What follows belongs to an exercise in optimizing a design on an open flow for small area, a short achievable clock period and few clock cycles per item; a production flow would make more cautious choices.
RTL that was checked went through simulation tests only; none was proved equivalent to the original.
Only the layout flow was run in run 1; the RTL was not checked for function there.

==> flow/design.v <==
module stitch_blend (
    input  wire        clk,
    input  wire        rst,
    input  wire        in_valid,
    output wire        in_ready,
    input  wire        in_sol,       
    input  wire        in_apron,     
    input  wire [11:0] in_bg_y,
    input  wire [11:0] in_bg_cb,
    input  wire [11:0] in_bg_cr,
    input  wire [7:0]  in_vis,       
    input  wire [7:0]  in_cov,       
    input  wire [95:0] in_y,         
    input  wire [95:0] in_cb,
    input  wire [95:0] in_cr,
    input  wire [79:0] in_pa,        
    input  wire [79:0] in_ga,        
    output reg         out_valid,
    input  wire        out_ready,
    output reg         out_sol,
    output wire [9:0]  out_y,
    output wire [9:0]  out_c         
);
    reg  [7:0] opq;      
    reg  [7:0] live;     
    reg  [7:0] above;    
    integer l;
    always @(*) begin
        for (l = 0; l < 8; l = l + 1) begin
            opq[l]  = in_cov[l] && (in_vis[l] || (l == 7 && in_apron)) &&
                      (&in_pa[10*l +: 10]) && ((&in_ga[10*l +: 10]) || (l == 7 && in_apron));
            live[l] = in_cov[l] && (in_vis[l] || (l == 7 && in_apron)) &&
                      (|in_pa[10*l +: 10]) && ((|in_ga[10*l +: 10]) || (l == 7 && in_apron));
        end
        above[7] = 1'b0;
        for (l = 6; l >= 0; l = l - 1)
            above[l] = above[l+1] || opq[l+1];
    end
    wire [7:0] top  = opq & ~above;             
    wire [7:0] need = live & ~opq & ~above;     
    reg  [7:0] done;     
    reg        cont;     
    wire [7:0] rem  = need & ~done;
    reg  [7:0] sel;      
    reg  [7:0] lower;
    always @(*) begin
        lower[0] = 1'b0;
        for (l = 1; l < 8; l = l + 1)
            lower[l] = lower[l-1] || rem[l-1];
        sel = rem & ~lower;
    end
    wire       more = |(rem & ~sel);             
    reg        b_valid, b_last, b_sol;
    reg [11:0] dst_y, dst_cb, dst_cr;
    reg [11:0] src_y, src_cb, src_cr;
    reg [9:0]  b_pa, b_ga;
    wire stall_b  = b_valid && b_last && out_valid && !out_ready;
    assign in_ready = !stall_b && !more;
    wire issue    = in_valid && !stall_b;
    reg [11:0] st_y, st_cb, st_cr;
    reg [11:0] m_y, m_cb, m_cr;
    reg [9:0]  m_pa, m_ga;
    always @(*) begin
        st_y  = (|top) ? 12'd0 : in_bg_y;
        st_cb = (|top) ? 12'd0 : in_bg_cb;
        st_cr = (|top) ? 12'd0 : in_bg_cr;
        m_y = 12'd0; m_cb = 12'd0; m_cr = 12'd0; m_pa = 10'd0; m_ga = 10'd0;
        for (l = 0; l < 8; l = l + 1) begin
            st_y  = st_y  | (in_y [12*l +: 12] & {12{top[l]}});
            st_cb = st_cb | (in_cb[12*l +: 12] & {12{top[l]}});
            st_cr = st_cr | (in_cr[12*l +: 12] & {12{top[l]}});
            m_y   = m_y   | (in_y [12*l +: 12] & {12{sel[l]}});
            m_cb  = m_cb  | (in_cb[12*l +: 12] & {12{sel[l]}});
            m_cr  = m_cr  | (in_cr[12*l +: 12] & {12{sel[l]}});
            m_pa  = m_pa  | (in_pa[10*l +: 10] & {10{sel[l]}});
            m_ga  = m_ga  | ((l == 7 && in_apron) ? {10{sel[l]}} : (in_ga[10*l +: 10] & {10{sel[l]}}));
        end
    end
    wire [9:0]  b_a;
    stitch_alpha u_alpha (.pa(b_pa), .ga(b_ga), .a(b_a));
    wire [11:0] res_y, res_cb, res_cr;
    stitch_mix u_mix_y  (.src(src_y),  .dst(dst_y),  .a(b_a), .res(res_y));
    stitch_mix u_mix_cb (.src(src_cb), .dst(dst_cb), .a(b_a), .res(res_cb));
    stitch_mix u_mix_cr (.src(src_cr), .dst(dst_cr), .a(b_a), .res(res_cr));
    reg        odd;       
    reg [11:0] cr_hold;   
    reg [11:0] o_y, o_c;  
    wire       is_even = b_sol || !odd;
    wire       b_done  = b_valid && b_last && !stall_b;
    always @(posedge clk) begin
        if (issue) begin
            src_y  <= m_y;
            src_cb <= m_cb;
            src_cr <= m_cr;
            b_pa   <= m_pa;
            b_ga   <= m_ga;
            b_last <= !more;
            b_sol  <= in_sol;
        end
        if (issue && !cont) begin
            dst_y  <= st_y;
            dst_cb <= st_cb;
            dst_cr <= st_cr;
        end else if (b_valid && !b_last) begin
            dst_y  <= res_y;
            dst_cb <= res_cb;
            dst_cr <= res_cr;
        end
        if (b_done) begin
            out_sol <= b_sol;
            o_y     <= res_y;
            if (is_even) begin
                o_c     <= res_cb;
                cr_hold <= res_cr;
            end else begin
                o_c     <= cr_hold;
            end
        end
        if (rst) begin
            done      <= 8'd0;
            cont      <= 1'b0;
            b_valid   <= 1'b0;
            out_valid <= 1'b0;
            odd       <= 1'b0;
        end else begin
            if (issue) begin
                done <= more ? (done | sel) : 8'd0;
                cont <= more;
            end
            if (issue)
                b_valid <= 1'b1;
            else if (!stall_b)
                b_valid <= 1'b0;
            if (b_done) begin
                out_valid <= 1'b1;
                odd       <= is_even;
            end else if (out_ready) begin
                out_valid <= 1'b0;
            end
        end
    end
    function [9:0] to10;
        input [11:0] v;
        reg   [10:0] r;
        begin
            r = ({1'b0, v} + 13'd2) >> 2;
            if (r < 11'd4)         to10 = 10'd4;
            else if (r > 11'd1019) to10 = 10'd1019;
            else                   to10 = r[9:0];
        end
    endfunction
    assign out_y = to10(o_y);
    assign out_c = to10(o_c);
endmodule
module stitch_mix (input [11:0] src, input [11:0] dst, input [9:0] a, output [11:0] res);
    wire [11:0] r0 = a[0] ? src : dst;
    wire [11:0] r1 = a[1] ? src : dst;
    wire [11:0] r2 = a[2] ? src : dst;
    wire [11:0] r3 = a[3] ? src : dst;
    wire [11:0] r4 = a[4] ? src : dst;
    wire [11:0] r5 = a[5] ? src : dst;
    wire [11:0] r6 = a[6] ? src : dst;
    wire [11:0] r7 = a[7] ? src : dst;
    wire [11:0] r8 = a[8] ? src : dst;
    wire [11:0] r9 = a[9] ? src : dst;
    wire [11:0] rx = a[9] ? src : dst;
    wire t_1 = r0[8] ^ r1[7];
    wire t_2 = r0[8] & r1[7];
    wire t_3, t_4;
    stitch_fa t_fa4 (.a(r0[9]), .b(r1[8]), .c(r2[7]), .s(t_3), .co(t_4));
    wire t_5, t_6;
    stitch_fa t_fa6 (.a(r3[6]), .b(r4[5]), .c(r5[4]), .s(t_5), .co(t_6));
    wire t_7, t_8;
    stitch_fa t_fa8 (.a(r0[10]), .b(r1[9]), .c(r2[8]), .s(t_7), .co(t_8));
    wire t_9, t_10;
    stitch_fa t_fa10 (.a(r3[7]), .b(r4[6]), .c(r5[5]), .s(t_9), .co(t_10));
    wire t_11, t_12;
    stitch_fa t_fa12 (.a(r0[11]), .b(r1[10]), .c(r2[9]), .s(t_11), .co(t_12));
    wire t_13, t_14;
    stitch_fa t_fa14 (.a(r3[8]), .b(r4[7]), .c(r5[6]), .s(t_13), .co(t_14));
    wire t_15, t_16;
    stitch_fa t_fa16 (.a(r1[11]), .b(r2[10]), .c(r3[9]), .s(t_15), .co(t_16));
    wire t_17 = r0[5] ^ r1[4];
    wire t_18 = r0[5] & r1[4];
    wire t_19, t_20;
    stitch_fa t_fa20 (.a(r0[6]), .b(r1[5]), .c(r2[4]), .s(t_19), .co(t_20));
    wire t_21 = r3[3] ^ r4[2];
    wire t_22 = r3[3] & r4[2];
    wire t_23, t_24;
    stitch_fa t_fa24 (.a(r0[7]), .b(r1[6]), .c(r2[5]), .s(t_23), .co(t_24));
    wire t_25, t_26;
    stitch_fa t_fa26 (.a(r3[4]), .b(r4[3]), .c(r5[2]), .s(t_25), .co(t_26));
    wire t_27 = r6[1] ^ r7[0];
    wire t_28 = r6[1] & r7[0];
    wire t_29, t_30;
    stitch_fa t_fa30 (.a(r2[6]), .b(r3[5]), .c(r4[4]), .s(t_29), .co(t_30));
    wire t_31, t_32;
    stitch_fa t_fa32 (.a(r5[3]), .b(r6[2]), .c(r7[1]), .s(t_31), .co(t_32));
    wire t_33, t_34;
    stitch_fa t_fa34 (.a(r8[0]), .b(rx[8]), .c(t_1), .s(t_33), .co(t_34));
    wire t_35, t_36;
    stitch_fa t_fa36 (.a(r6[3]), .b(r7[2]), .c(r8[1]), .s(t_35), .co(t_36));
    wire t_37, t_38;
    stitch_fa t_fa38 (.a(r9[0]), .b(rx[9]), .c(1'b1), .s(t_37), .co(t_38));
    wire t_39, t_40;
    stitch_fa t_fa40 (.a(t_2), .b(t_3), .c(t_5), .s(t_39), .co(t_40));
    wire t_41, t_42;
    stitch_fa t_fa42 (.a(r6[4]), .b(r7[3]), .c(r8[2]), .s(t_41), .co(t_42));
    wire t_43, t_44;
    stitch_fa t_fa44 (.a(r9[1]), .b(rx[10]), .c(t_4), .s(t_43), .co(t_44));
    wire t_45, t_46;
    stitch_fa t_fa46 (.a(t_6), .b(t_7), .c(t_9), .s(t_45), .co(t_46));
    wire t_47, t_48;
    stitch_fa t_fa48 (.a(r6[5]), .b(r7[4]), .c(r8[3]), .s(t_47), .co(t_48));
    wire t_49, t_50;
    stitch_fa t_fa50 (.a(r9[2]), .b(rx[11]), .c(t_8), .s(t_49), .co(t_50));
    wire t_51, t_52;
    stitch_fa t_fa52 (.a(t_10), .b(t_11), .c(t_13), .s(t_51), .co(t_52));
    wire t_53, t_54;
    stitch_fa t_fa54 (.a(r4[8]), .b(r5[7]), .c(r6[6]), .s(t_53), .co(t_54));
    wire t_55, t_56;
    stitch_fa t_fa56 (.a(r7[5]), .b(r8[4]), .c(r9[3]), .s(t_55), .co(t_56));
    wire t_57, t_58;
    stitch_fa t_fa58 (.a(t_12), .b(t_14), .c(t_15), .s(t_57), .co(t_58));
    wire t_59, t_60;
    stitch_fa t_fa60 (.a(r2[11]), .b(r3[10]), .c(r4[9]), .s(t_59), .co(t_60));
    wire t_61, t_62;
    stitch_fa t_fa62 (.a(r5[8]), .b(r6[7]), .c(r7[6]), .s(t_61), .co(t_62));
    wire t_63, t_64;
    stitch_fa t_fa64 (.a(r8[5]), .b(r9[4]), .c(t_16), .s(t_63), .co(t_64));
    wire t_65, t_66;
    stitch_fa t_fa66 (.a(r3[11]), .b(r4[10]), .c(r5[9]), .s(t_65), .co(t_66));
    wire t_67, t_68;
    stitch_fa t_fa68 (.a(r6[8]), .b(r7[7]), .c(r8[6]), .s(t_67), .co(t_68));
    wire t_69, t_70;
    stitch_fa t_fa70 (.a(r4[11]), .b(r5[10]), .c(r6[9]), .s(t_69), .co(t_70));
    wire t_71 = r0[3] ^ r1[2];
    wire t_72 = r0[3] & r1[2];
    wire t_73, t_74;
    stitch_fa t_fa74 (.a(r0[4]), .b(r1[3]), .c(r2[2]), .s(t_73), .co(t_74));
    wire t_75 = r3[1] ^ r4[0];
    wire t_76 = r3[1] & r4[0];
    wire t_77, t_78;
    stitch_fa t_fa78 (.a(r2[3]), .b(r3[2]), .c(r4[1]), .s(t_77), .co(t_78));
    wire t_79, t_80;
    stitch_fa t_fa80 (.a(r5[0]), .b(rx[5]), .c(t_17), .s(t_79), .co(t_80));
    wire t_81, t_82;
    stitch_fa t_fa82 (.a(r5[1]), .b(r6[0]), .c(rx[6]), .s(t_81), .co(t_82));
    wire t_83, t_84;
    stitch_fa t_fa84 (.a(t_18), .b(t_19), .c(t_21), .s(t_83), .co(t_84));
    wire t_85, t_86;
    stitch_fa t_fa86 (.a(rx[7]), .b(t_20), .c(t_22), .s(t_85), .co(t_86));
    wire t_87, t_88;
    stitch_fa t_fa88 (.a(t_23), .b(t_25), .c(t_27), .s(t_87), .co(t_88));
    wire t_89, t_90;
    stitch_fa t_fa90 (.a(t_24), .b(t_26), .c(t_28), .s(t_89), .co(t_90));
    wire t_91, t_92;
    stitch_fa t_fa92 (.a(t_29), .b(t_31), .c(t_33), .s(t_91), .co(t_92));
    wire t_93, t_94;
    stitch_fa t_fa94 (.a(t_30), .b(t_32), .c(t_34), .s(t_93), .co(t_94));
    wire t_95, t_96;
    stitch_fa t_fa96 (.a(t_35), .b(t_37), .c(t_39), .s(t_95), .co(t_96));
    wire t_97, t_98;
    stitch_fa t_fa98 (.a(t_36), .b(t_38), .c(t_40), .s(t_97), .co(t_98));
    wire t_99, t_100;
    stitch_fa t_fa100 (.a(t_41), .b(t_43), .c(t_45), .s(t_99), .co(t_100));
    wire t_101, t_102;
    stitch_fa t_fa102 (.a(t_42), .b(t_44), .c(t_46), .s(t_101), .co(t_102));
    wire t_103, t_104;
    stitch_fa t_fa104 (.a(t_47), .b(t_49), .c(t_51), .s(t_103), .co(t_104));
    wire t_105, t_106;
    stitch_fa t_fa106 (.a(t_48), .b(t_50), .c(t_52), .s(t_105), .co(t_106));
    wire t_107, t_108;
    stitch_fa t_fa108 (.a(t_53), .b(t_55), .c(t_57), .s(t_107), .co(t_108));
    wire t_109, t_110;
    stitch_fa t_fa110 (.a(t_54), .b(t_56), .c(t_58), .s(t_109), .co(t_110));
    wire t_111, t_112;
    stitch_fa t_fa112 (.a(t_59), .b(t_61), .c(t_63), .s(t_111), .co(t_112));
    wire t_113, t_114;
    stitch_fa t_fa114 (.a(r9[5]), .b(t_60), .c(t_62), .s(t_113), .co(t_114));
    wire t_115, t_116;
    stitch_fa t_fa116 (.a(t_64), .b(t_65), .c(t_67), .s(t_115), .co(t_116));
    wire t_117, t_118;
    stitch_fa t_fa118 (.a(r7[8]), .b(r8[7]), .c(r9[6]), .s(t_117), .co(t_118));
    wire t_119, t_120;
    stitch_fa t_fa120 (.a(t_66), .b(t_68), .c(t_69), .s(t_119), .co(t_120));
    wire t_121, t_122;
    stitch_fa t_fa122 (.a(r5[11]), .b(r6[10]), .c(r7[9]), .s(t_121), .co(t_122));
    wire t_123, t_124;
    stitch_fa t_fa124 (.a(r8[8]), .b(r9[7]), .c(t_70), .s(t_123), .co(t_124));
    wire t_125, t_126;
    stitch_fa t_fa126 (.a(r6[11]), .b(r7[10]), .c(r8[9]), .s(t_125), .co(t_126));
    wire t_127 = r0[2] ^ r1[1];
    wire t_128 = r0[2] & r1[1];
    wire t_129, t_130;
    stitch_fa t_fa130 (.a(r2[1]), .b(r3[0]), .c(rx[3]), .s(t_129), .co(t_130));
    wire t_131, t_132;
    stitch_fa t_fa132 (.a(rx[4]), .b(t_72), .c(t_73), .s(t_131), .co(t_132));
    wire t_133, t_134;
    stitch_fa t_fa134 (.a(t_74), .b(t_76), .c(t_77), .s(t_133), .co(t_134));
    wire t_135, t_136;
    stitch_fa t_fa136 (.a(t_78), .b(t_80), .c(t_81), .s(t_135), .co(t_136));
    wire t_137, t_138;
    stitch_fa t_fa138 (.a(t_82), .b(t_84), .c(t_85), .s(t_137), .co(t_138));
    wire t_139, t_140;
    stitch_fa t_fa140 (.a(t_86), .b(t_88), .c(t_89), .s(t_139), .co(t_140));
    wire t_141, t_142;
    stitch_fa t_fa142 (.a(t_90), .b(t_92), .c(t_93), .s(t_141), .co(t_142));
    wire t_143, t_144;
    stitch_fa t_fa144 (.a(t_94), .b(t_96), .c(t_97), .s(t_143), .co(t_144));
    wire t_145, t_146;
    stitch_fa t_fa146 (.a(t_98), .b(t_100), .c(t_101), .s(t_145), .co(t_146));
    wire t_147, t_148;
    stitch_fa t_fa148 (.a(t_102), .b(t_104), .c(t_105), .s(t_147), .co(t_148));
    wire t_149, t_150;
    stitch_fa t_fa150 (.a(t_106), .b(t_108), .c(t_109), .s(t_149), .co(t_150));
    wire t_151, t_152;
    stitch_fa t_fa152 (.a(t_110), .b(t_112), .c(t_113), .s(t_151), .co(t_152));
    wire t_153, t_154;
    stitch_fa t_fa154 (.a(t_114), .b(t_116), .c(t_117), .s(t_153), .co(t_154));
    wire t_155, t_156;
    stitch_fa t_fa156 (.a(t_118), .b(t_120), .c(t_121), .s(t_155), .co(t_156));
    wire t_157, t_158;
    stitch_fa t_fa158 (.a(r9[8]), .b(t_122), .c(t_124), .s(t_157), .co(t_158));
    wire t_159, t_160;
    stitch_fa t_fa160 (.a(r7[11]), .b(r8[10]), .c(r9[9]), .s(t_159), .co(t_160));
    wire t_161 = r0[1] ^ r1[0];
    wire t_162 = r0[1] & r1[0];
    wire t_163, t_164;
    stitch_fa t_fa164 (.a(r2[0]), .b(rx[2]), .c(t_127), .s(t_163), .co(t_164));
    wire t_165, t_166;
    stitch_fa t_fa166 (.a(t_71), .b(t_128), .c(t_129), .s(t_165), .co(t_166));
    wire t_167, t_168;
    stitch_fa t_fa168 (.a(t_75), .b(t_130), .c(t_131), .s(t_167), .co(t_168));
    wire t_169, t_170;
    stitch_fa t_fa170 (.a(t_79), .b(t_132), .c(t_133), .s(t_169), .co(t_170));
    wire t_171, t_172;
    stitch_fa t_fa172 (.a(t_83), .b(t_134), .c(t_135), .s(t_171), .co(t_172));
    wire t_173, t_174;
    stitch_fa t_fa174 (.a(t_87), .b(t_136), .c(t_137), .s(t_173), .co(t_174));
    wire t_175, t_176;
    stitch_fa t_fa176 (.a(t_91), .b(t_138), .c(t_139), .s(t_175), .co(t_176));
    wire t_177, t_178;
    stitch_fa t_fa178 (.a(t_95), .b(t_140), .c(t_141), .s(t_177), .co(t_178));
    wire t_179, t_180;
    stitch_fa t_fa180 (.a(t_99), .b(t_142), .c(t_143), .s(t_179), .co(t_180));
    wire t_181, t_182;
    stitch_fa t_fa182 (.a(t_103), .b(t_144), .c(t_145), .s(t_181), .co(t_182));
    wire t_183, t_184;
    stitch_fa t_fa184 (.a(t_107), .b(t_146), .c(t_147), .s(t_183), .co(t_184));
    wire t_185, t_186;
    stitch_fa t_fa186 (.a(t_111), .b(t_148), .c(t_149), .s(t_185), .co(t_186));
    wire t_187, t_188;
    stitch_fa t_fa188 (.a(t_115), .b(t_150), .c(t_151), .s(t_187), .co(t_188));
    wire t_189, t_190;
    stitch_fa t_fa190 (.a(t_119), .b(t_152), .c(t_153), .s(t_189), .co(t_190));
    wire t_191, t_192;
    stitch_fa t_fa192 (.a(t_123), .b(t_154), .c(t_155), .s(t_191), .co(t_192));
    wire t_193, t_194;
    stitch_fa t_fa194 (.a(t_125), .b(t_156), .c(t_157), .s(t_193), .co(t_194));
    wire t_195, t_196;
    stitch_fa t_fa196 (.a(t_126), .b(t_158), .c(t_159), .s(t_195), .co(t_196));
    wire t_197, t_198;
    stitch_fa t_fa198 (.a(r8[11]), .b(r9[10]), .c(t_160), .s(t_197), .co(t_198));
    wire [21:0] s0 = {1'b0, r9[11], t_196, t_194, t_192, t_190, t_188, t_186, t_184, t_182, t_180, t_178, t_176, t_174, t_172, t_170, t_168, t_166, t_164, t_162, rx[1], r0[0]};
    wire [21:0] s1 = {1'b0, t_198, t_197, t_195, t_193, t_191, t_189, t_187, t_185, t_183, t_181, t_179, t_177, t_175, t_173, t_171, t_169, t_167, t_165, t_163, t_161, rx[0]};
    wire [21:0] s = s0 + s1;
    assign res = s[21:10];
endmodule
module stitch_alpha (input [9:0] pa, input [9:0] ga, output [9:0] a);
    wire t_1 = (pa[8] & ga[0]) ^ (pa[7] & ga[1]);
    wire t_2 = (pa[8] & ga[0]) & (pa[7] & ga[1]);
    wire t_3, t_4;
    stitch_fa t_fa4 (.a((pa[9] & ga[0])), .b((pa[8] & ga[1])), .c((pa[7] & ga[2])), .s(t_3), .co(t_4));
    wire t_5, t_6;
    stitch_fa t_fa6 (.a((pa[6] & ga[3])), .b((pa[5] & ga[4])), .c((pa[4] & ga[5])), .s(t_5), .co(t_6));
    wire t_7, t_8;
    stitch_fa t_fa8 (.a((pa[9] & ga[1])), .b((pa[8] & ga[2])), .c((pa[7] & ga[3])), .s(t_7), .co(t_8));
    wire t_9 = (pa[5] & ga[0]) ^ (pa[4] & ga[1]);
    wire t_10 = (pa[5] & ga[0]) & (pa[4] & ga[1]);
    wire t_11, t_12;
    stitch_fa t_fa12 (.a((pa[6] & ga[0])), .b((pa[5] & ga[1])), .c((pa[4] & ga[2])), .s(t_11), .co(t_12));
    wire t_13 = (pa[3] & ga[3]) ^ (pa[2] & ga[4]);
    wire t_14 = (pa[3] & ga[3]) & (pa[2] & ga[4]);
    wire t_15, t_16;
    stitch_fa t_fa16 (.a((pa[7] & ga[0])), .b((pa[6] & ga[1])), .c((pa[5] & ga[2])), .s(t_15), .co(t_16));
    wire t_17, t_18;
    stitch_fa t_fa18 (.a((pa[4] & ga[3])), .b((pa[3] & ga[4])), .c((pa[2] & ga[5])), .s(t_17), .co(t_18));
    wire t_19 = (pa[1] & ga[6]) ^ (pa[0] & ga[7]);
    wire t_20 = (pa[1] & ga[6]) & (pa[0] & ga[7]);
    wire t_21, t_22;
    stitch_fa t_fa22 (.a((pa[6] & ga[2])), .b((pa[5] & ga[3])), .c((pa[4] & ga[4])), .s(t_21), .co(t_22));
    wire t_23, t_24;
    stitch_fa t_fa24 (.a((pa[3] & ga[5])), .b((pa[2] & ga[6])), .c((pa[1] & ga[7])), .s(t_23), .co(t_24));
    wire t_25, t_26;
    stitch_fa t_fa26 (.a((pa[0] & ga[8])), .b((pa[8] & ga[9])), .c(t_1), .s(t_25), .co(t_26));
    wire t_27, t_28;
    stitch_fa t_fa28 (.a((pa[3] & ga[6])), .b((pa[2] & ga[7])), .c((pa[1] & ga[8])), .s(t_27), .co(t_28));
    wire t_29, t_30;
    stitch_fa t_fa30 (.a((pa[0] & ga[9])), .b((pa[9] & ga[9])), .c(1'b1), .s(t_29), .co(t_30));
    wire t_31, t_32;
    stitch_fa t_fa32 (.a(t_2), .b(t_3), .c(t_5), .s(t_31), .co(t_32));
    wire t_33, t_34;
    stitch_fa t_fa34 (.a((pa[6] & ga[4])), .b((pa[5] & ga[5])), .c((pa[4] & ga[6])), .s(t_33), .co(t_34));
    wire t_35, t_36;
    stitch_fa t_fa36 (.a((pa[3] & ga[7])), .b((pa[2] & ga[8])), .c((pa[1] & ga[9])), .s(t_35), .co(t_36));
    wire t_37, t_38;
    stitch_fa t_fa38 (.a(t_4), .b(t_6), .c(t_7), .s(t_37), .co(t_38));
    wire t_39, t_40;
    stitch_fa t_fa40 (.a((pa[9] & ga[2])), .b((pa[8] & ga[3])), .c((pa[7] & ga[4])), .s(t_39), .co(t_40));
    wire t_41, t_42;
    stitch_fa t_fa42 (.a((pa[6] & ga[5])), .b((pa[5] & ga[6])), .c((pa[4] & ga[7])), .s(t_41), .co(t_42));
    wire t_43, t_44;
    stitch_fa t_fa44 (.a((pa[3] & ga[8])), .b((pa[2] & ga[9])), .c(t_8), .s(t_43), .co(t_44));
    wire t_45, t_46;
    stitch_fa t_fa46 (.a((pa[9] & ga[3])), .b((pa[8] & ga[4])), .c((pa[7] & ga[5])), .s(t_45), .co(t_46));
    wire t_47, t_48;
    stitch_fa t_fa48 (.a((pa[6] & ga[6])), .b((pa[5] & ga[7])), .c((pa[4] & ga[8])), .s(t_47), .co(t_48));
    wire t_49, t_50;
    stitch_fa t_fa50 (.a((pa[9] & ga[4])), .b((pa[8] & ga[5])), .c((pa[7] & ga[6])), .s(t_49), .co(t_50));
    wire t_51 = (pa[3] & ga[0]) ^ (pa[2] & ga[1]);
    wire t_52 = (pa[3] & ga[0]) & (pa[2] & ga[1]);
    wire t_53, t_54;
    stitch_fa t_fa54 (.a((pa[4] & ga[0])), .b((pa[3] & ga[1])), .c((pa[2] & ga[2])), .s(t_53), .co(t_54));
    wire t_55 = (pa[1] & ga[3]) ^ (pa[0] & ga[4]);
    wire t_56 = (pa[1] & ga[3]) & (pa[0] & ga[4]);
    wire t_57, t_58;
    stitch_fa t_fa58 (.a((pa[3] & ga[2])), .b((pa[2] & ga[3])), .c((pa[1] & ga[4])), .s(t_57), .co(t_58));
    wire t_59, t_60;
    stitch_fa t_fa60 (.a((pa[0] & ga[5])), .b((pa[5] & ga[9])), .c(t_9), .s(t_59), .co(t_60));
    wire t_61, t_62;
    stitch_fa t_fa62 (.a((pa[1] & ga[5])), .b((pa[0] & ga[6])), .c((pa[6] & ga[9])), .s(t_61), .co(t_62));
    wire t_63, t_64;
    stitch_fa t_fa64 (.a(t_10), .b(t_11), .c(t_13), .s(t_63), .co(t_64));
    wire t_65, t_66;
    stitch_fa t_fa66 (.a((pa[7] & ga[9])), .b(t_12), .c(t_14), .s(t_65), .co(t_66));
    wire t_67, t_68;
    stitch_fa t_fa68 (.a(t_15), .b(t_17), .c(t_19), .s(t_67), .co(t_68));
    wire t_69, t_70;
    stitch_fa t_fa70 (.a(t_16), .b(t_18), .c(t_20), .s(t_69), .co(t_70));
    wire t_71, t_72;
    stitch_fa t_fa72 (.a(t_21), .b(t_23), .c(t_25), .s(t_71), .co(t_72));
    wire t_73, t_74;
    stitch_fa t_fa74 (.a(t_22), .b(t_24), .c(t_26), .s(t_73), .co(t_74));
    wire t_75, t_76;
    stitch_fa t_fa76 (.a(t_27), .b(t_29), .c(t_31), .s(t_75), .co(t_76));
    wire t_77, t_78;
    stitch_fa t_fa78 (.a(t_28), .b(t_30), .c(t_32), .s(t_77), .co(t_78));
    wire t_79, t_80;
    stitch_fa t_fa80 (.a(t_33), .b(t_35), .c(t_37), .s(t_79), .co(t_80));
    wire t_81, t_82;
    stitch_fa t_fa82 (.a(t_34), .b(t_36), .c(t_38), .s(t_81), .co(t_82));
    wire t_83, t_84;
    stitch_fa t_fa84 (.a(t_39), .b(t_41), .c(t_43), .s(t_83), .co(t_84));
    wire t_85, t_86;
    stitch_fa t_fa86 (.a((pa[3] & ga[9])), .b(t_40), .c(t_42), .s(t_85), .co(t_86));
    wire t_87, t_88;
    stitch_fa t_fa88 (.a(t_44), .b(t_45), .c(t_47), .s(t_87), .co(t_88));
    wire t_89, t_90;
    stitch_fa t_fa90 (.a((pa[6] & ga[7])), .b((pa[5] & ga[8])), .c((pa[4] & ga[9])), .s(t_89), .co(t_90));
    wire t_91, t_92;
    stitch_fa t_fa92 (.a(t_46), .b(t_48), .c(t_49), .s(t_91), .co(t_92));
    wire t_93, t_94;
    stitch_fa t_fa94 (.a((pa[9] & ga[5])), .b((pa[8] & ga[6])), .c((pa[7] & ga[7])), .s(t_93), .co(t_94));
    wire t_95, t_96;
    stitch_fa t_fa96 (.a((pa[6] & ga[8])), .b((pa[5] & ga[9])), .c(t_50), .s(t_95), .co(t_96));
    wire t_97, t_98;
    stitch_fa t_fa98 (.a((pa[9] & ga[6])), .b((pa[8] & ga[7])), .c((pa[7] & ga[8])), .s(t_97), .co(t_98));
    wire t_99 = (pa[2] & ga[0]) ^ (pa[1] & ga[1]);
    wire t_100 = (pa[2] & ga[0]) & (pa[1] & ga[1]);
    wire t_101, t_102;
    stitch_fa t_fa102 (.a((pa[1] & ga[2])), .b((pa[0] & ga[3])), .c((pa[3] & ga[9])), .s(t_101), .co(t_102));
    wire t_103, t_104;
    stitch_fa t_fa104 (.a((pa[4] & ga[9])), .b(t_52), .c(t_53), .s(t_103), .co(t_104));
    wire t_105, t_106;
    stitch_fa t_fa106 (.a(t_54), .b(t_56), .c(t_57), .s(t_105), .co(t_106));
    wire t_107, t_108;
    stitch_fa t_fa108 (.a(t_58), .b(t_60), .c(t_61), .s(t_107), .co(t_108));
    wire t_109, t_110;
    stitch_fa t_fa110 (.a(t_62), .b(t_64), .c(t_65), .s(t_109), .co(t_110));
    wire t_111, t_112;
    stitch_fa t_fa112 (.a(t_66), .b(t_68), .c(t_69), .s(t_111), .co(t_112));
    wire t_113, t_114;
    stitch_fa t_fa114 (.a(t_70), .b(t_72), .c(t_73), .s(t_113), .co(t_114));
    wire t_115, t_116;
    stitch_fa t_fa116 (.a(t_74), .b(t_76), .c(t_77), .s(t_115), .co(t_116));
    wire t_117, t_118;
    stitch_fa t_fa118 (.a(t_78), .b(t_80), .c(t_81), .s(t_117), .co(t_118));
    wire t_119, t_120;
    stitch_fa t_fa120 (.a(t_82), .b(t_84), .c(t_85), .s(t_119), .co(t_120));
    wire t_121, t_122;
    stitch_fa t_fa122 (.a(t_86), .b(t_88), .c(t_89), .s(t_121), .co(t_122));
    wire t_123, t_124;
    stitch_fa t_fa124 (.a(t_90), .b(t_92), .c(t_93), .s(t_123), .co(t_124));
    wire t_125, t_126;
    stitch_fa t_fa126 (.a((pa[6] & ga[9])), .b(t_94), .c(t_96), .s(t_125), .co(t_126));
    wire t_127, t_128;
    stitch_fa t_fa128 (.a((pa[9] & ga[7])), .b((pa[8] & ga[8])), .c((pa[7] & ga[9])), .s(t_127), .co(t_128));
    wire t_129 = (pa[1] & ga[0]) ^ (pa[0] & ga[1]);
    wire t_130 = (pa[1] & ga[0]) & (pa[0] & ga[1]);
    wire t_131, t_132;
    stitch_fa t_fa132 (.a((pa[0] & ga[2])), .b((pa[2] & ga[9])), .c(t_99), .s(t_131), .co(t_132));
    wire t_133, t_134;
    stitch_fa t_fa134 (.a(t_51), .b(t_100), .c(t_101), .s(t_133), .co(t_134));
    wire t_135, t_136;
    stitch_fa t_fa136 (.a(t_55), .b(t_102), .c(t_103), .s(t_135), .co(t_136));
    wire t_137, t_138;
    stitch_fa t_fa138 (.a(t_59), .b(t_104), .c(t_105), .s(t_137), .co(t_138));
    wire t_139, t_140;
    stitch_fa t_fa140 (.a(t_63), .b(t_106), .c(t_107), .s(t_139), .co(t_140));
    wire t_141, t_142;
    stitch_fa t_fa142 (.a(t_67), .b(t_108), .c(t_109), .s(t_141), .co(t_142));
    wire t_143, t_144;
    stitch_fa t_fa144 (.a(t_71), .b(t_110), .c(t_111), .s(t_143), .co(t_144));
    wire t_145, t_146;
    stitch_fa t_fa146 (.a(t_75), .b(t_112), .c(t_113), .s(t_145), .co(t_146));
    wire t_147, t_148;
    stitch_fa t_fa148 (.a(t_79), .b(t_114), .c(t_115), .s(t_147), .co(t_148));
    wire t_149, t_150;
    stitch_fa t_fa150 (.a(t_83), .b(t_116), .c(t_117), .s(t_149), .co(t_150));
    wire t_151, t_152;
    stitch_fa t_fa152 (.a(t_87), .b(t_118), .c(t_119), .s(t_151), .co(t_152));
    wire t_153, t_154;
    stitch_fa t_fa154 (.a(t_91), .b(t_120), .c(t_121), .s(t_153), .co(t_154));
    wire t_155, t_156;
    stitch_fa t_fa156 (.a(t_95), .b(t_122), .c(t_123), .s(t_155), .co(t_156));
    wire t_157, t_158;
    stitch_fa t_fa158 (.a(t_97), .b(t_124), .c(t_125), .s(t_157), .co(t_158));
    wire t_159, t_160;
    stitch_fa t_fa160 (.a(t_98), .b(t_126), .c(t_127), .s(t_159), .co(t_160));
    wire t_161, t_162;
    stitch_fa t_fa162 (.a((pa[9] & ga[8])), .b((pa[8] & ga[9])), .c(t_128), .s(t_161), .co(t_162));
    wire [19:0] s0 = {1'b0, (pa[9] & ga[9]), t_160, t_158, t_156, t_154, t_152, t_150, t_148, t_146, t_144, t_142, t_140, t_138, t_136, t_134, t_132, t_130, (pa[1] & ga[9]), (pa[0] & ga[0])};
    wire [19:0] s1 = {1'b0, t_162, t_161, t_159, t_157, t_155, t_153, t_151, t_149, t_147, t_145, t_143, t_141, t_139, t_137, t_135, t_133, t_131, t_129, (pa[0] & ga[9])};
    wire [19:0] s = s0 + s1;
    assign a = s[19:10];
endmodule
module stitch_fa (input a, input b, input c, output s, output co);
    assign s  = a ^ b ^ c;
    assign co = (a & b) | (a & c) | (b & c);
endmodule
==> flow/flow/run.sh <==
#!/bin/bash
# Standard layout, with the smallest buffer on every input and output port,
# and timing repair aimed at a setup slack margin well above zero.
set -euo pipefail
export BUFFER_PORTS_ARGS="-buffer_cell sky130_fd_sc_hd__buf_1"
export SETUP_SLACK_MARGIN=10.5
bash standard.sh > standard.log 2>&1
==> flow/standard.sh <==
#!/bin/bash
# synth_recipe.tcl (not shown) runs the flow's synth.tcl, then flattens the netlist and writes it again
# the make line also repeats each setting of config.mk as NAME=value (left out here)
make -C /OpenROAD-flow-scripts/flow DESIGN_CONFIG=/design/flow/config.mk WORK_HOME=/design/flow/orfs CLKGATE_MAP_FILE= SYNTH_SCRIPT=/design/flow/synth_recipe.tcl "${@:-finish}"
==> flow/config.mk <==
export PLATFORM = sky130hd
export DESIGN_NAME = stitch_blend
export DESIGN_NICKNAME = stitch_blend
export VERILOG_FILES = /design/flow/design.v
export SDC_FILE = /design/flow/constraint.sdc
export NUM_CORES = 4
export LEC_CHECK = 0
export CAP_MARGIN = 20
export CORE_MARGIN = 2
export CORE_UTILIZATION = 40
export SLEW_MARGIN = 20
==> flow/constraint.sdc <==
create_clock -name core_clock -period 22.0 [get_ports {clk}]
set_input_delay 4.4000 -clock core_clock [delete_from_list [all_inputs] [get_ports {clk}]]
set_output_delay 4.4000 -clock core_clock [all_outputs]
set_load 0.01 [all_outputs]
==> results.toml, run 1 <==
[sta]
post-route-period-util_pct = 52.6
tightest_slew_ps = 1060
tns_ps = 0
clock_skew_ps = 19.9
setup_viol = 0
whs_ps = 495
finalHoldViolations = 0
fmax_ghz = 0.0864
layout_min_cycle_time_ps = 11570
maxSlewViolCount = 0
rsz0062_at_grt = "true"
relSlewSlack_pct = 29.2

[clock_network]
clk_pin_slew_ps = 70
htree_levels = 4
cts_tree = "yes"
clock-root-buffer = "clkbuf_16"
cts_max_path_buffers = 2
numCtsBuffers = 17
clk_latency_ps = 490
clock_sinks = 140

[die]
die_height_um = 268
die_area_um2 = 72100
io_pins = 529
die_w_um = 268
core_area_um2 = 68900
row_count = 96
start_util_pct = 40.6

[grt]
grt_max_degree = 73
grt-ovfl-total = 0
grt_pass1_vias = 27100
antenna_found_initial = 20
grt_usage_pct = 33.4
grt_pass1_wl_um = 176000

[yosys]
synth-compound-area-share_pct = 16.6
avgSynthCellArea_um2 = 8.76
seq_area_frac_synth_pct = 14.6
synth_top_family_by_area = "adder cells"
synth_cell_types = 78
synth_top_area_share_pct = 24.3
synth-xor-area-share_pct = 1.69
synth.area.mux_share_pct = 14.2
syn_nets = 4156
yosys_warnings = 1
netlist_instances = 3192
synth_edf_count = 128
yosys-top-cells-area = "fa_1, edfxtp_1, mux2i_1"
synth_seq_cells = 140
ys.flop_type = "edfxtp_1"
synth-adder-area-share_pct = 29.7
synth.cell_area_um2 = 28000
async_flop_share_pct = 0
yosys.area_share.simple_pct = 13.0
synth.most_common_cell = "inv_1"
yosysTopAreaCell = "fa_1"
synth.top_cells.by_count = "inv_1, fa_1, mux2i_1, nor2_1, a21oi_1"

[worst_hold_path]
min_path_type = "register to register"
hold_start = "b_sol"
min_path_cells = 0

[route]
first_pass_iters = 7
vias_per_cell = 5.98
drt-initial-drc-count = 3254
wl_per_cell_um = 26.7
vias = 27300
routed_wl_um = 122000
ant_nets = 0
remaining_drc_errors = 0

[worst_setup_path]
path_cells = "buf_8, or4_4, nor4_4, a31oi_1, nand4b_1, or2_4, nand2_4, or4b_4, maj3_2, nor3_2, buf_4"
worst_setup_path_end_kind = "output pin"
r2r_start = "b_pa[4]"
crit_type = "primary input to output pin"
crit_required_ps = 17600
crit_path_max_fanout = 3
crit_start = "in_ga[44]"
critPathLaunchType = "primary input"
worst-path-buf-inv = 2
path_depth = 11
slowest_stage = "or4_4"
reg2reg_depth = 40
critPathMaxStageDelay_ps = 540
worstPathArrival_ps = 7170
crit_family = "simple AND/OR/NAND/NOR gates"

[cells_and_area]
final_cells = 4570
fin_util_pct = 47.2
synthToLayoutAreaGrowth_pct = 16.4
drive_gt1_share_pct = 11.3
nets = 4571
fin_area_um2 = 32600

[place]
gp_congestion = 0.979
dp_hpwl_um = 95600
post_dp_cell_area_um2 = 30800
port_buffers = 528
dp.cells = 4462

[run]
maxCapViolCount = 0

[status]
outcome = "no timing/DRC/antenna violations"
==> final cells by class <==
class | count | area, µm²
Antenna cell | 19 | 47.5
Clock buffer | 17 | 425
Clock inverter | 15 | 175
Fill cell | 6971 | 36400
Inverter | 532 | 2000
Multi-Input combinational cell | 2292 | 21600
Sequential cell | 140 | 4080
Tap cell | 931 | 1160
Timing Repair Buffer | 624 | 3050
==> flip-flops by register name (all words and copies together), names as in the netlist <==
signal	cells
b_valid	1
out_valid	1
done	8
dst_y	12
cont	1
o_y	11
out_sol	1
odd	1
cr_hold	11
dst_cb	12
b_pa	10
o_c	11
dst_cr	12
b_sol	1
src_cr	12
b_last	1
src_cb	12
src_y	12
b_ga	10
==> per-stage QoR <==
stage	setup WS, ps
after CTS	10400
after global placement	8890
after detailed placement	8850
final	10430
after floorplan	10810
after global routing	10380
==> cell usage in the layout, fill, tap and decap left out, drive strengths merged, types with 64 or more instances in the layout <==
master / instances
a21oi: 181
nand3: 90
o21ai: 87
inv: 540
a22oi: 105
mux2: 140
and2: 64
edfxtp: 128
mux2i: 238
ha: 119
nor2: 200
fa: 339
nand2: 179
buf: 599
==> kinds of logic after synthesis <==
| logic type | after synthesis |
|---|---|
| buffers and inverters | 763 |
| and+or+nand+nor | 742 |
| AOI/OAI and AO/OA | 656 |
| adders and majority gates | 460 |
| muxes | 378 |
| DFF | 140 |
| xor gates and xnor gates | 53 |
==> worst reg2reg max path, delay by kind of cell (launching register included) <==
family | cells | cell delay, ps
adders and majority gates | 12 | 5760
AOI/OAI and AO/OA | 13 | 2680
buffers and inverters | 9 | 620
and+or+nand+nor | 3 | 530
DFF | 1 | 460
xor gates and xnor gates | 2 | 380
muxes | 1 | 370
==> worst paths after layout <==
| check | to | slack [ps] |
|---|---|---|
| worst max-delay path | in_ready | 10430 |
| worst min-delay path | out_sol | 500 |
| worst min register to register | out_sol | 500 |
| worst max register to register | dst_cr[5] | 10980 |
==> routing by layer <==
layer	routed length, µm	track usage (%)	part of all wire [%]
met3	11600	5.73	9.5
met4	5490	14.3	4.5
met1	49100	44.8	40
met2	55800	53.3	46
met5	24	0	0.020
==> what timing repair did <==
action                     4_1_cts  5_1_grt
resized for setup               66      111
hold endpoints to repair         0        0
cloned                           6        3
setup buffers                   20       28
hold buffers                     0        0
setup endpoints to repair       51       51
pin swaps                       21       27
==> run 2, diff against run 1 <==
--- a/flow/design.v
+++ b/flow/design.v
@@ -49,7 +49,14 @@
             lower[l] = lower[l-1] || rem[l-1];
         sel = rem & ~lower;
     end
-    wire       more = |(rem & ~sel);             
+    wire [7:0] part = live & ~opq & ~done;
+    reg  [7:0] upper;
+    always @(*) begin
+        upper[7] = 1'b0;
+        for (l = 6; l >= 0; l = l - 1)
+            upper[l] = upper[l+1] || part[l+1];
+    end
+    wire       more = |(part & ~above & upper);
     reg        b_valid, b_last, b_sol;
     reg [11:0] dst_y, dst_cb, dst_cr;
     reg [11:0] src_y, src_cb, src_cr;
@@ -57,25 +64,30 @@
     wire stall_b  = b_valid && b_last && out_valid && !out_ready;
     assign in_ready = !stall_b && !more;
     wire issue    = in_valid && !stall_b;
-    reg [11:0] st_y, st_cb, st_cr;
-    reg [11:0] m_y, m_cb, m_cr;
-    reg [9:0]  m_pa, m_ga;
-    always @(*) begin
-        st_y  = (|top) ? 12'd0 : in_bg_y;
-        st_cb = (|top) ? 12'd0 : in_bg_cb;
-        st_cr = (|top) ? 12'd0 : in_bg_cr;
-        m_y = 12'd0; m_cb = 12'd0; m_cr = 12'd0; m_pa = 10'd0; m_ga = 10'd0;
-        for (l = 0; l < 8; l = l + 1) begin
-            st_y  = st_y  | (in_y [12*l +: 12] & {12{top[l]}});
-            st_cb = st_cb | (in_cb[12*l +: 12] & {12{top[l]}});
-            st_cr = st_cr | (in_cr[12*l +: 12] & {12{top[l]}});
-            m_y   = m_y   | (in_y [12*l +: 12] & {12{sel[l]}});
-            m_cb  = m_cb  | (in_cb[12*l +: 12] & {12{sel[l]}});
-            m_cr  = m_cr  | (in_cr[12*l +: 12] & {12{sel[l]}});
-            m_pa  = m_pa  | (in_pa[10*l +: 10] & {10{sel[l]}});
-            m_ga  = m_ga  | ((l == 7 && in_apron) ? {10{sel[l]}} : (in_ga[10*l +: 10] & {10{sel[l]}}));
-        end
-    end
+    wire        no_top = ~|top;
+    wire [11:0] st_y, st_cb, st_cr;
+    wire [11:0] m_y, m_cb, m_cr;
+    wire [9:0]  m_pa, m_ga;
+    wire [79:0] ga_eff = {in_apron ? 10'h3ff : in_ga[79:70], in_ga[69:0]};
+    stitch_pick #(.N(9), .W(36)) u_pick_st (
+        .s({no_top, top}),
+        .d({in_bg_cr, in_bg_cb, in_bg_y,
+            in_cr[95:84], in_cb[95:84], in_y[95:84], in_cr[83:72], in_cb[83:72], in_y[83:72],
+            in_cr[71:60], in_cb[71:60], in_y[71:60], in_cr[59:48], in_cb[59:48], in_y[59:48],
+            in_cr[47:36], in_cb[47:36], in_y[47:36], in_cr[35:24], in_cb[35:24], in_y[35:24],
+            in_cr[23:12], in_cb[23:12], in_y[23:12], in_cr[11:0],  in_cb[11:0],  in_y[11:0]}),
+        .y({st_cr, st_cb, st_y}));
+    stitch_pick #(.N(8), .W(56)) u_pick_src (
+        .s(sel),
+        .d({ga_eff[79:70], in_pa[79:70], in_cr[95:84], in_cb[95:84], in_y[95:84],
+            ga_eff[69:60], in_pa[69:60], in_cr[83:72], in_cb[83:72], in_y[83:72],
+            ga_eff[59:50], in_pa[59:50], in_cr[71:60], in_cb[71:60], in_y[71:60],
+            ga_eff[49:40], in_pa[49:40], in_cr[59:48], in_cb[59:48], in_y[59:48],
+            ga_eff[39:30], in_pa[39:30], in_cr[47:36], in_cb[47:36], in_y[47:36],
+            ga_eff[29:20], in_pa[29:20], in_cr[35:24], in_cb[35:24], in_y[35:24],
+            ga_eff[19:10], in_pa[19:10], in_cr[23:12], in_cb[23:12], in_y[23:12],
+            ga_eff[9:0],   in_pa[9:0],   in_cr[11:0],  in_cb[11:0],  in_y[11:0]}),
+        .y({m_ga, m_pa, m_cr, m_cb, m_y}));
     wire [9:0]  b_a;
     stitch_alpha u_alpha (.pa(b_pa), .ga(b_ga), .a(b_a));
     wire [11:0] res_y, res_cb, res_cr;
@@ -152,6 +164,18 @@
     assign out_y = to10(o_y);
     assign out_c = to10(o_c);
 endmodule
+module stitch_pick #(parameter N = 8, parameter W = 1) (
+    input  wire [N-1:0]   s,
+    input  wire [N*W-1:0] d,
+    output reg  [W-1:0]   y
+);
+    integer i;
+    always @(*) begin
+        y = {W{1'b0}};
+        for (i = 0; i < N; i = i + 1)
+            y = y | (d[W*i +: W] & {W{s[i]}});
+    end
+endmodule
 module stitch_mix (input [11:0] src, input [11:0] dst, input [9:0] a, output [11:0] res);
     wire [11:0] r0 = a[0] ? src : dst;
     wire [11:0] r1 = a[1] ? src : dst;
==> flow/flow/run.sh (replaced) <==
#!/bin/bash
# Standard layout, with the smallest buffer on every input and output port,
# and timing repair aimed at a setup slack margin well above zero.
set -euo pipefail
export BUFFER_PORTS_ARGS="-buffer_cell sky130_fd_sc_hd__buf_1"
export SETUP_SLACK_MARGIN=11.5
bash standard.sh > standard.log 2>&1
--- a/flow/config.mk
+++ b/flow/config.mk
@@ -9,3 +9,5 @@
 export CORE_MARGIN = 2
 export CORE_UTILIZATION = 40
 export SLEW_MARGIN = 20
+export SYNTH_HIERARCHICAL = 1
+export SYNTH_MINIMUM_KEEP_SIZE = 0
==> run 2 against run 1 <==
Still clean on timing, DRC and antenna. Setup slack gained 550 ps. Global-route usage is 1.3 points lower. Area after synthesis decreased by 4.6%. Register-to-register slack improved by 880 ps. Wire length down 7.0%. Non-clock buffer count decreased by 47. Final area decreased by 7.6%. Hold slack got worse by 26 ps. Critical endpoint unchanged.
==> results.toml, run 2 <==
[grt]
grt_pass1_wl_um = 167000
grt_pass1_vias = 26300
antenna_found_initial = 7
grt_max_degree = 65
grt_usage_pct = 32.1
grt-ovfl-total = 0

[place]
port_buffers = 528
dp.cells = 3709
gp_congestion = 0.984
dp_hpwl_um = 87600

[cells_and_area]
fill_cells = 6338
nets = 3842
drive_gt1_share_pct = 21.3
register_area_um2 = 4080
multi_input_area_um2 = 21800
final_cells = 3757
synthToLayoutAreaGrowth_pct = 12.7
layout_commonest_cell = "buf_1"
mostFrequentLayoutCells = "buf_1, mux2_2, fa_1"

[die]
die_w_um = 262
io_pins = 529
core_area_um2 = 65900
row_count = 94
die_height_um = 262
start_util_pct = 40.5
die_area_um2 = 68800

[yosys]
synth.top_cells.by_count = "mux2_2, fa_1, a22oi_1, edfxtp_1, nand4_1"
synth.cell_area_um2 = 26700
avgSynthCellArea_um2 = 10.9
synth_top_area_share_pct = 25.9
netlist_instances = 2453
async_flop_share_pct = 0
synth_seq_cells = 140
syn_nets = 3417
seq_area_frac_synth_pct = 15.3
yosys_warnings = 9
synth_edf_count = 128
ys.flop_type = "edfxtp_1"
synth_cell_types = 86
yosysTopAreaCell = "fa_1"
synth.most_common_cell = "mux2_2"
yosys-top-cells-area = "fa_1, mux2_2, edfxtp_1"

[worst_setup_path]
crit_type = "primary input to output pin"
crit_required_ps = 17600
worstPathArrival_ps = 6620
worst_setup_path_end_kind = "output pin"
critPathLaunchType = "primary input"
worst-path-buf-inv = 2
slowest_stage = "or4_4"
path_cells = "buf_8, or4_4, nor4_4, a2111oi_4, a2bb2oi_2, a32oi_1, o21ai_2, o2111a_2, nor2b_4, buf_6"
critPathMaxStageDelay_ps = 530
crit_family = "simple AND/OR/NAND/NOR gates"
crit_path_max_fanout = 2

[route]
first_pass_iters = 12
remaining_drc_errors = 0
vias_per_cell = 6.57
ant_nets = 0
routed_wl_um = 114000
drt-initial-drc-count = 2703
vias = 24700
wl_per_cell_um = 30.2

[clock_network]
cts_max_path_buffers = 2
clock-root-buffer = "clkbuf_16"
clk_pin_slew_ps = 70
numCtsBuffers = 17
clk_latency_ps = 520
cts_tree = "yes"
clock_sinks = 140
htree_levels = 4

[run]
maxCapViolCount = 0

[sta]
post-route-period-util_pct = 50.1
fmax_ghz = 0.0908
setup_viol = 0
finalHoldViolations = 0
layout_min_cycle_time_ps = 11020
relSlewSlack_pct = 23.5
tightest_slew_ps = 1150
clock_skew_ps = 17.1
rsz0062_at_grt = "true"
tns_ps = 0
maxSlewViolCount = 0

[worst_hold_path]
min_path_type = "register to register"

[status]
outcome = "no timing/DRC/antenna violations"
[run 2: cell types whose count changed after synthesis, moves of 36 or more]
cell	delta
a21oi_1	-117
a221o_1	-40
a22o_1	+36
a22oi_1	+156
and2_1	+44
buf_6	+40
clkbuf_1	-135
inv_1	-502
mux2_2	+265
mux2i_1	-234
nand2_1	-100
nand4_1	+57
nor2_1	-116
o21ai_0	-53
[run 2: worst register-to-register path: cells and delay by family (launching register included)]
family,cells,cell delay (ps)
adders and majority gates,12,5440
AOI/OAI and AO/OA,7,1970
and+or+nand+nor,4,880
muxes,2,720
DFF,1,540
buffers and inverters,1,280
xor gates and xnor gates,1,160
[run 2: cell families (layout without fill, tap and decap cells)]
logic type / count (synthesis) / in the layout / share of synthesized area, %
simple gates: 606 / 606 / 12.6
compound gates: 600 / 600 / 18.1
fa+ha+maj: 459 / 459 / 31.2
mux: 409 / 409 / 17.2
buf+inv: 200 / 638 / 4.35
flops: 140 / 140 / 15.3
xor+xnor: 35 / 35 / 1.15
other cells: 4 / 6 / 0.0562
[run 2: area by class of cell]
class | count | area share (%)
multi-input cells | 2113 | 72.4
flip-flops and latches | 140 | 13.6
repair buffers | 577 | 8.24
well taps | 864 | 3.59
clock buffers | 17 | 1.41
clock inverters | 15 | 0.424
inverters | 29 | 0.370
diodes | 2 | 0.0166
[run 2: routing by layer]
layer | wire [µm] | share of wire, % | up-vias | global-route usage, %
li1 | - | - | 10400 | -
met1 | 44200 | 39 | 12400 | 39.5
met2 | 54200 | 48 | 1474 | 53.3
met3 | 9280 | 8.2 | 334 | 7.40
met4 | 5870 | 5.2 | 6 | 15.3
met5 | 42 | 0.037 | - | 0
[run 2: path summary, 6_finish.rpt]
path / slack, ps / to / cells past startpoint / startpoint
min reg2reg: 470 / out_sol / 0 / b_sol
min: 470 / out_sol / 0 / b_sol
max reg2reg: 11860 / dst_cb[5] / 27 / b_ga[1]
max: 10980 / in_ready / 10 / in_ga[50]
[run 2: repair_timing]
item                       4_1_cts  5_1_grt
pin swaps                        9        2
cloned                           2        0
setup endpoints to repair        1       36
resized for setup               33       12
hold buffers                     0        0
setup buffers                    5        7
[run 2: per-module statistics from Yosys (local to each module, per instance), excerpt]
module | flops+latches | cell area, µm² | cells
stitch_fa | 0 | 20.0 | 1
stitch_alpha | 0 | 1480 | 216
stitch_mix | 0 | 2370 | 261
stitch_blend | 140 | 6830 | 564
[run 2: metrics by stage]
stage          worst slack (ps)  hold slack, ps  utilization (%)  cell area (µm²)
2_1_floorplan             11580             427                -            26700
3_3_place_gp              10140             447             44.3            29200
3_5_place_dp              10070             442             44.3            29200
4_1_cts                   10990             473             45.5            30000
5_1_grt                   10880             501             45.7            30100
6_report                  10980             469             45.7            30100
Testbench counts of run 2, summed over its fixed seeds: cycles 22,632, pixels 19,200.
==> run 3, diff against run 2 <==
==> flow/flow/run.sh (replaced) <==
#!/bin/bash
# Standard layout, with the smallest buffer on every input and output port,
# and timing repair aimed at a setup slack margin well above zero.
set -euo pipefail
export BUFFER_PORTS_ARGS="-buffer_cell sky130_fd_sc_hd__buf_1"
export SETUP_SLACK_MARGIN=10.5
bash standard.sh > standard.log 2>&1
==> run 3 against run 2 <==
Still clean. Critical path depth is the same. Fmax shrank 2.6%. Clock-buffer cell count is the same. Flip-flop and latch count is the same. Sequential share of layout area grew 0.12 points. Synthesized cell count is the same. Final area shrank 0.84%. Utilization shrank 0.39 points. Clock skew grew 1.2 ps. Area after synthesis is the same. Highest routed layer unchanged.
==> results.toml, run 3 <==
[grt]
antenna_found_initial = 7
grt_usage_pct = 31.8
grt_pass1_wl_um = 165000
grt_pass1_vias = 26300
grt-ovfl-total = 0
grt_max_degree = 65

[yosys]
synth.area.mux_share_pct = 17.2
yosysTopAreaCell = "fa_1"
synth_top_family_by_area = "adder cells"
synth_top_area_share_pct = 25.9
yosys_warnings = 9
yosys.area_share.simple_pct = 12.6
synth_seq_cells = 140
synth_cell_types = 86
synth-adder-area-share_pct = 31.2
syn_nets = 3417
seq_area_frac_synth_pct = 15.3
synth.top_cells.by_count = "mux2_2, fa_1, a22oi_1, edfxtp_1, nand4_1"
ys.flop_type = "edfxtp_1"
netlist_instances = 2453
avgSynthCellArea_um2 = 10.9
synth.most_common_cell = "mux2_2"
async_flop_share_pct = 0
synth_edf_count = 128
yosys-top-cells-area = "fa_1, mux2_2, edfxtp_1"
synth.cell_area_um2 = 26700
synth-compound-area-share_pct = 18.1
synth-xor-area-share_pct = 1.15

[run]
maxCapViolCount = 0

[sta]
maxSlewViolCount = 0
clock_skew_ps = 18.4
relSlewSlack_pct = 21.2
setup_ws_ps = 10690
finalHoldViolations = 0
setup_viol = 0
fmax_ghz = 0.0884
rsz0062_at_grt = "false"
tightest_slew_ps = 1180
layout_min_cycle_time_ps = 11310
tns_ps = 0
post-route-period-util_pct = 51.4

[die]
die_area_um2 = 68800
row_count = 94
start_util_pct = 40.5
die_w_um = 262
io_pins = 529
die_height_um = 262
core_area_um2 = 65900

[worst_setup_path]
worst-path-buf-inv = 2
crit_type = "primary input to output pin"
r2r_start = "b_ga[2]"
critPathMaxStageDelay_ps = 480
critPathLaunchType = "primary input"
path_cells = "buf_1, nand4_1, nor4_1, nand2_1, a22oi_1, a32oi_1, o21ai_2, o2111a_1, nor2b_4, buf_1"
worstPathArrival_ps = 6910
r2r-end = "dst_y[9]"
r2r_slack_ps = 11620
worst_setup_path_end_kind = "output pin"
reg2reg_depth = 28
crit_end = "in_ready"
crit_top_cell = "buf_1"
crit_required_ps = 17600
crit_start = "in_pa[44]"
slowest_stage = "nor4_1"
crit_family = "simple AND/OR/NAND/NOR gates"
crit_path_max_fanout = 6
path_depth = 10

[route]
first_pass_iters = 7
vias_per_cell = 6.56
ant_nets = 0
routed_wl_um = 113000
drt-initial-drc-count = 2639
wl_per_cell_um = 30.3
vias = 24600
remaining_drc_errors = 0

[cells_and_area]
layout_commonest_cell = "buf_1"
fill_cells = 6359
nets = 3830
register_area_um2 = 4080
multi_input_area_um2 = 21700
mostFrequentLayoutCells = "buf_1, mux2_2, fa_1"
synthToLayoutAreaGrowth_pct = 11.8
drive_gt1_share_pct = 20.4

[clock_network]
cts_tree = "yes"
htree_levels = 4
clock-root-buffer = "clkbuf_16"
cts_max_path_buffers = 2
numCtsBuffers = 17
clk_latency_ps = 520
clk_pin_slew_ps = 70
cts.hold.buffers_added = 0
clock_sinks = 140

[place]
gp_congestion = 0.984
port_buffers = 528
dp_hpwl_um = 87600
dp_slack_ps = 10070

[worst_hold_path]
min_path_type = "register to register"
min_path_cells = 0

[status]
outcome = "no timing/DRC/antenna violations"
-- run 3: changes by cell type in the layout (fill, tap and decap cells not counted), moves of 3 or more --
cell | previous run | this run
buf_1 | 524 | 528
buf_4 | 43 | 34
nor4_1 | 36 | 39
buf_6 | 3 | 0
-- run 3: how the worst min path moves through the flow --
stage	startpoint	end
after CTS	b_sol	out_sol
after global placement	b_sol	out_sol
final	b_sol	out_sol
after floorplan	b_sol	out_sol
after detailed placement	b_sol	out_sol
after global routing	b_sol	out_sol
-- run 3: per-stage QoR --
| stage | std cells | area, µm² | hold WS, ps | utilization (%) |
|---|---|---|---|---|
| 3_5_place_dp | 3709 | 29200 | 442 | 44.3 |
| 4_1_cts | 3741 | 29700 | 473 | 45.2 |
| 3_3_place_gp | 3709 | 29200 | 447 | 44.3 |
| 6_report | 3746 | 29800 | 469 | 45.3 |
| 5_1_grt | 3746 | 29800 | 501 | 45.3 |
| 2_1_floorplan | 2453 | 26700 | 427 | - |
-- run 3: kinds of logic after synthesis --
family	Yosys count
AO/OA/AOI/OAI	600
XOR/XNOR	35
adder cells (fa/ha/maj)	459
buffers and inverters	200
flip-flops	140
multiplexers	409
other	4
AND/OR/NAND/NOR	606
-- run 3: layout make-up --
type	count	area share [%]
Timing Repair Buffer	565	7.73
Tap cell	864	3.62
Clock inverter	15	0.428
Sequential cell	140	13.7
Inverter	29	0.373
Clock buffer	17	1.43
Multi-Input combinational cell	2113	72.7
Antenna cell	3	0.0252
-- run 3: layer usage --
metal	track usage (%)	routed length, µm	vias up
li1	-	-	10400
met4	15.8	6170	4
met3	6.62	9000	339
met5	0	26	-
met2	52.8	54100	1434
met1	39.2	44200	12400
-- run 3: repair_timing --
| action | 4_1_cts | 5_1_grt |
|---|---|---|
| resized for setup | 4 | 6 |
| endpoints found under the setup margin | 1 | 1 |
| buffers inserted | 0 | 0 |
| gates cloned | 0 | 2 |
-- run 3: Yosys stat by module (local to each module, per instance), a selection --
module / cell area, µm² / copies in the design / flops+latches / cells
stitch_blend: 6830 / 1 / 140 / 564
stitch_mix: 2370 / 3 / 0 / 261
stitch_fa: 20.0 / 346 / 0 / 1
stitch_alpha: 1480 / 1 / 0 / 216
-- run 3: worst reg2reg max path, delay by kind of cell, from the launching register on --
kind / cells / cell delay, ps
DFF: 1 / 560
AOI/OAI and AO/OA: 5 / 1080
buffers and inverters: 1 / 520
muxes: 2 / 790
and+or+nand+nor: 7 / 1580
xor gates and xnor gates: 1 / 130
adders and majority gates: 12 / 5460
==> run 4, diff against run 3 <==
==> flow/flow/run.sh (replaced) <==
#!/bin/bash
# Standard layout, with the smallest buffer on every input and output port,
# and timing repair aimed at a setup slack margin well above zero.
set -euo pipefail
export BUFFER_PORTS_ARGS="-buffer_cell sky130_fd_sc_hd__buf_1"
export SETUP_SLACK_MARGIN=11
bash standard.sh > standard.log 2>&1
==> run 4 against run 3 <==
Final area is 0.51% higher. Flip-flop and latch count stayed put. Die area stayed put. First-iteration DRC count is 1.1% higher. Register-to-register slack hardly changed.
==> results.toml, run 4 <==
[cells_and_area]
layout_commonest_cell = "buf_1"
nets = 3835
synthToLayoutAreaGrowth_pct = 12.3
drive_gt1_share_pct = 21.0
final_cells = 3750
mostFrequentLayoutCells = "buf_1, mux2_2, fa_1"
fin_util_pct = 45.5

[yosys]
netlist_instances = 2453
seq_area_frac_synth_pct = 15.3
synth_top_area_share_pct = 25.9
syn_nets = 3417
synth_edf_count = 128
synth.top_cells.by_count = "mux2_2, fa_1, a22oi_1, edfxtp_1, nand4_1"
synth.most_common_cell = "mux2_2"
synth.cell_area_um2 = 26700
avgSynthCellArea_um2 = 10.9
async_flop_share_pct = 0
yosysTopAreaCell = "fa_1"
synth_cell_types = 86
yosys-top-cells-area = "fa_1, mux2_2, edfxtp_1"
ys.flop_type = "edfxtp_1"
synth_seq_cells = 140
yosys_warnings = 9

[grt]
grt-ovfl-total = 0
grt_usage_pct = 32.1
grt_pass1_vias = 26300
grt_pass1_wl_um = 167000
grt_max_degree = 65
antenna_found_initial = 7

[place]
dp_hpwl_um = 87600
gp_congestion = 0.984
port_buffers = 528
dp.cells = 3709

[route]
ant_nets = 0
vias = 24700
remaining_drc_errors = 0
vias_per_cell = 6.58
drt-initial-drc-count = 2668
routed_wl_um = 113000
wl_per_cell_um = 30.2
first_pass_iters = 9

[clock_network]
clk_pin_slew_ps = 70
numCtsBuffers = 17
cts_tree = "yes"
htree_levels = 4
cts.hold.buffers_added = 0
cts_max_path_buffers = 2
clock-root-buffer = "clkbuf_16"
clock_sinks = 140
clk_latency_ps = 520

[sta]
relSlewSlack_pct = 24.0
tightest_slew_ps = 1140
post-route-period-util_pct = 50.2
maxSlewViolCount = 0
setup_viol = 0
finalHoldViolations = 0
tns_ps = 0
clock_skew_ps = 16.4
fmax_ghz = 0.0906
whs_ps = 470
rsz0062_at_grt = "true"
layout_min_cycle_time_ps = 11030

[run]
maxCapViolCount = 0

[worst_setup_path]
worst_setup_path_end_kind = "output pin"
worstPathArrival_ps = 6630
critPathLaunchType = "primary input"
crit_path_max_fanout = 8
crit_type = "primary input to output pin"
crit_required_ps = 17600

[die]
start_util_pct = 40.5
row_count = 94
io_pins = 529
die_area_um2 = 68800
die_height_um = 262
die_w_um = 262
core_area_um2 = 65900

[worst_hold_path]
min_path_type = "register to register"

[status]
outcome = "no timing/DRC/antenna violations"
[run 4: changes by cell type in the layout (fill, tap and decap cells not counted), sizes merged]
cell	before	now
buf	563	568
bufbuf	0	2
clkbuf	19	17
diode	3	2
[run 4: what timing repair did]
action                     in CTS  in global routing
setup buffers                   5                  0
gates cloned                    2                  0
resized for setup              33                  1
setup endpoints to repair       1                  1
pin swaps                       9                  1
[run 4: kinds of logic after synthesis]
group,Yosys count,share of synthesized area (%)
other cells,4,0.0562
xor+xnor,35,1.15
compound gates,600,18.1
simple gates,606,12.6
fa+ha+maj,459,31.2
flops,140,15.3
buf+inv,200,4.35
mux,409,17.2
[run 4: area by class of cell]
cell class	instances	area, µm²
Multi-Input combinational cell	2113	21800
Tap cell	864	1080
Timing Repair Buffer	570	2390
Clock inverter	15	128
Inverter	29	111
Clock buffer	17	425
Fill cell	6344	35900
Antenna cell	2	5.00
Sequential cell	140	4080
[run 4: final timing paths]
| path | start | endpoint | slack (ps) | cells after the start |
|---|---|---|---|---|
| min | b_sol | out_sol | 470 | 0 |
| max | in_ga[59] | in_ready | 10970 | 10 |
| max reg2reg | b_ga[2] | dst_y[9] | 11610 | 28 |
| min reg2reg | b_sol | out_sol | 470 | 0 |
[run 4: routing by layer]
| layer | GRT usage, % | share of wire (%) | up-vias |
|---|---|---|---|
| met5 | 0 | 0.037 | - |
| met4 | 15.3 | 5.1 | 6 |
| met3 | 7.40 | 8.1 | 324 |
| met2 | 53.3 | 48 | 1516 |
| met1 | 39.5 | 39 | 12400 |
| li1 | - | - | 10400 |
[run 4: through the flow]
stage / setup slack [ps] / cell area, µm²
2_1_floorplan: 11580 / 26700
3_3_place_gp: 10140 / 29200
3_5_place_dp: 10070 / 29200
4_1_cts: 10990 / 30000
5_1_grt: 10880 / 30000
6_report: 10970 / 30000
[run 4: worst max-delay path, stage by stage]
cell and delay (ps):
buf_1 210, nand4_1 230, nor4_1 380, nand2_1 300, nand4_2 350, nor4_4 100
nand2_1 90, o2111a_2 240, nor2b_4 200, buf_6 120
[run 4: Yosys stat by module, one instance, submodules excluded, a selection]
module | flops+latches | cells | times used
stitch_alpha | 0 | 216 | 1
stitch_blend | 140 | 564 | 1
stitch_fa | 0 | 1 | 346
stitch_mix | 0 | 261 | 3

## separate check: timing with driven ports
The flow's constraints put no driver on any port. The routed layouts listed below were extracted and timed again, unchanged, in two steps.
Step 1: set_driving_cell puts a clkbuf_16 on clk and a buf_2 on each other input, an assumption about the parent block.
Step 2 times the ports against the registers' clock, not the clock port: input delays grow and output delays shrink by t, the midpoint of the rising clock arrivals with the driver on.
Slacks: no drivers / after step 1 / after step 2; pairs: no drivers / after step 1.
run	shift t [ns]	setup slack, ns	latest minus earliest clock arrival (ns)
run 1	0.541	10.431 / 10.369 / 10.369	0.022 / 0.022
run 2	0.571	10.981 / 10.917 / 10.917	0.017 / 0.017
run 3	0.573	10.687 / 10.656 / 10.656	0.019 / 0.019
run 4	0.571	10.967 / 10.923 / 10.923	0.017 / 0.017
After both steps every run listed still meets setup and hold. The setup slack of run 2, which loses most, moves by -0.064 ns with the drivers and by -0.064 ns with both steps.
